Background: an optimization exercise with open tools, aiming at small area, a short achievable clock period and few clock cycles per item. Do not read the settings as production practice.
In this exercise RTL edits were held to simulation tests only and were not proved equivalent to the original.

fjord:
==> flow/design.v (excerpt) <==
module pwm_minp (
    input  wire        clk,
    input  wire        rst,
    input  wire        in_valid,
    output wire        in_ready,
    input  wire [18:0] in_per,
    input  wire [13:0] in_dly_r,
    input  wire [13:0] in_dly_f,
    input  wire [10:0] in_duty_max,
    input  wire        in_clamp,
    input  wire        in_clear,
    input  wire [7:0]  in_ls,
    input  wire [75:0] in_h,
    input  wire [3:0]  in_centre,
    output reg         out_valid,
    output reg  [7:0]  out_ls,
    output reg  [75:0] out_on,
    output reg  [75:0] out_off,
    output reg  [3:0]  out_drop,
    output reg  [3:0]  out_raise
);
For scale: about 700 flip-flops.
export LEC_CHECK = 0
export ABC_AREA = 1
export CAP_MARGIN = 20
export CORE_MARGIN = 2
export CORE_UTILIZATION = 40
export CTS_CLUSTER_DIAMETER = 120
export CTS_CLUSTER_SIZE = 25
export GPL_TIMING_DRIVEN = 0
export SLEW_MARGIN = 30
create_clock -name core_clock -period 26.0 [get_ports {clk}]
standard.sh (not shown) runs the stock make flow with config.mk's settings and CLKGATE_MAP_FILE= SYNTH_SCRIPT=/design/flow/synth_recipe.tcl, a recipe that flattens the netlist after the stock synthesis.
==> flow/flow/run.sh <==
#!/bin/bash
# The standard layout, with every port buffered by a buf_1 instead of the
# buffer_ports default, and timing repair aiming at 19.5 ns of setup slack.
set -euo pipefail
export BUFFER_PORTS_ARGS="-buffer_cell sky130_fd_sc_hd__buf_1"
export SETUP_SLACK_MARGIN=19.5
bash standard.sh > standard.log 2>&1
Testbench counts of fjord, summed over its fixed seeds: cycles 32,032, items 32,000.
The inputs of onyx differ from those of fjord as listed below.
==> flow/run.sh (new file) <==
#!/bin/bash
# synth_recipe.tcl (not shown) runs the flow's synth.tcl, then flattens the netlist and writes it again
# the make line also repeats each setting of config.mk as NAME=value (left out here)
make -C /OpenROAD-flow-scripts/flow DESIGN_CONFIG=/design/flow/config.mk WORK_HOME=/design/flow/orfs CLKGATE_MAP_FILE= SYNTH_SCRIPT=/design/flow/synth_recipe.tcl finish
--- a/flow/config.mk
+++ b/flow/config.mk
@@ -7,9 +7,9 @@
 export LEC_CHECK = 0
 export ABC_AREA = 1
-export CAP_MARGIN = 20
+export CAP_MARGIN = 50
 export CORE_MARGIN = 2
 export CORE_UTILIZATION = 40
 export CTS_CLUSTER_DIAMETER = 120
 export CTS_CLUSTER_SIZE = 25
-export GPL_TIMING_DRIVEN = 0
-export SLEW_MARGIN = 30
+export SETUP_SLACK_MARGIN = 5
+export SLEW_MARGIN = 70
removed: flow/flow/run.sh
removed: flow/standard.sh
--- outcome ---
onyx finished every step from synthesis to the final layout, and the layout passed the timing, design-rule and antenna checks. Looking at uppermost metal layer occupied by signal nets, the met5 result is from onyx; the met4 one comes from fjord. Compared with fjord, in onyx met1 layer usage reported by global route dropped 0.86 points, footprint of the multi-input gates rose 260 sq um. Comparing onyx and fjord, the lower placement-stage worst setup slack was measured on fjord. Between onyx and fjord, the difference in worst hold-check slack is negligible.
#### Input delta (nickel over onyx)
==> flow/flow/run.sh (new file) <==
#!/bin/bash
# The standard layout, with every port buffered by a buf_1 instead of the
# buffer_ports default, and timing repair aiming at 19.5 ns of setup slack.
set -euo pipefail
export BUFFER_PORTS_ARGS="-buffer_cell sky130_fd_sc_hd__buf_1"
export SETUP_SLACK_MARGIN=19.5
bash standard.sh > standard.log 2>&1
==> flow/standard.sh (new file) <==
#!/bin/bash
# synth_recipe.tcl (not shown) runs the flow's synth.tcl, then flattens the netlist and writes it again
# the make line also repeats each setting of config.mk as NAME=value (left out here)
make -C /OpenROAD-flow-scripts/flow DESIGN_CONFIG=/design/flow/config.mk WORK_HOME=/design/flow/orfs CLKGATE_MAP_FILE= SYNTH_SCRIPT=/design/flow/synth_recipe.tcl "${@:-finish}"
--- a/flow/config.mk
+++ b/flow/config.mk
@@ -7,9 +7,8 @@
 export LEC_CHECK = 0
 export ABC_AREA = 1
-export CAP_MARGIN = 50
+export CAP_MARGIN = 20
 export CORE_MARGIN = 2
 export CORE_UTILIZATION = 40
-export CTS_CLUSTER_DIAMETER = 120
-export CTS_CLUSTER_SIZE = 25
-export SETUP_SLACK_MARGIN = 5
-export SLEW_MARGIN = 70
+export CTS_CLUSTER_DIAMETER = 100
+export CTS_CLUSTER_SIZE = 30
+export SLEW_MARGIN = 30
removed: flow/run.sh
==> comparison <==
onyx → nickel: shortest period the worst path allows decreased by 0.44 ns relative to the old numbers, maximum fanout along the worst path decreased by 41 relative to the old numbers, multi-input logic area decreased by 140 sq um relative to the old numbers, clock skew increased by 0.0089 ns relative to the old numbers, via count decreased by 177 relative to the old numbers.
onyx -> nickel: simple-gate share of the synthesized area delta 0, exact match
Comparing nickel and onyx, the higher number of clock buffers in the layout is on nickel.
> inputs changed (nickel -> indigo)
==> flow/flow/run.sh <==
#!/bin/bash
# The standard layout, with every port buffered by a buf_2 instead of the
# buffer_ports default, and timing repair aiming at 19.5 ns of setup slack.
set -euo pipefail
export BUFFER_PORTS_ARGS="-buffer_cell sky130_fd_sc_hd__buf_2"
export SETUP_SLACK_MARGIN=19.5
bash standard.sh > standard.log 2>&1
--- a/flow/config.mk
+++ b/flow/config.mk
@@ -7,8 +7,8 @@
 export LEC_CHECK = 0
 export ABC_AREA = 1
-export CAP_MARGIN = 20
+export CAP_MARGIN = 50
 export CORE_MARGIN = 2
-export CORE_UTILIZATION = 40
-export CTS_CLUSTER_DIAMETER = 100
-export CTS_CLUSTER_SIZE = 30
-export SLEW_MARGIN = 30
+export CORE_UTILIZATION = 55
+export CTS_CLUSTER_DIAMETER = 120
+export CTS_CLUSTER_SIZE = 25
+export SLEW_MARGIN = 70
## What came out
Comparing nickel with indigo, the final area came out essentially unchanged.
In the flow results for indigo and nickel, the first-pass GRT wire length is larger on nickel.
[compare] base=nickel new=indigo: core outline area fell by about 27%, share of the core filled with cells in the final layout +17 points, routed wire length now sits lower.

[re-timing with driven ports]
The results above use ideal ports. As a check the final layouts listed here were re-extracted and re-timed, cells and wires unchanged.
Step 1 (the two cells are an assumption about what drives the block):
set clk [get_ports {clk}]
set_driving_cell -lib_cell sky130_fd_sc_hd__clkbuf_16 $clk
set_driving_cell -lib_cell sky130_fd_sc_hd__buf_2 [delete_from_list [all_inputs] $clk]
Step 2 adds t to the input delays and takes it off the output delays; t is the mean of the earliest and latest rising clock arrival at the registers after step 1. Input paths then give back, and output paths get back, about the clock's delay inside the block.
Slacks: no drivers / after step 1 / after step 2; pairs: no drivers / after step 1.
run | shift t [ns] | setup WS [ns] | worst setup path after step 2 | clock arrival spread, ns
fjord | 0.722 | 19.562 / 19.485 / 19.684 | register to register | 0.033 / 0.033
onyx | 0.732 | 19.117 / 19.094 / 19.117 | register to register | 0.044 / 0.044
nickel | 0.724 | 19.561 / 19.487 / 19.846 | register to register | 0.053 / 0.053
indigo | 0.728 | 19.605 / 19.531 / 19.825 | register to register | 0.045 / 0.045
After both steps setup and hold are still met in every run listed.
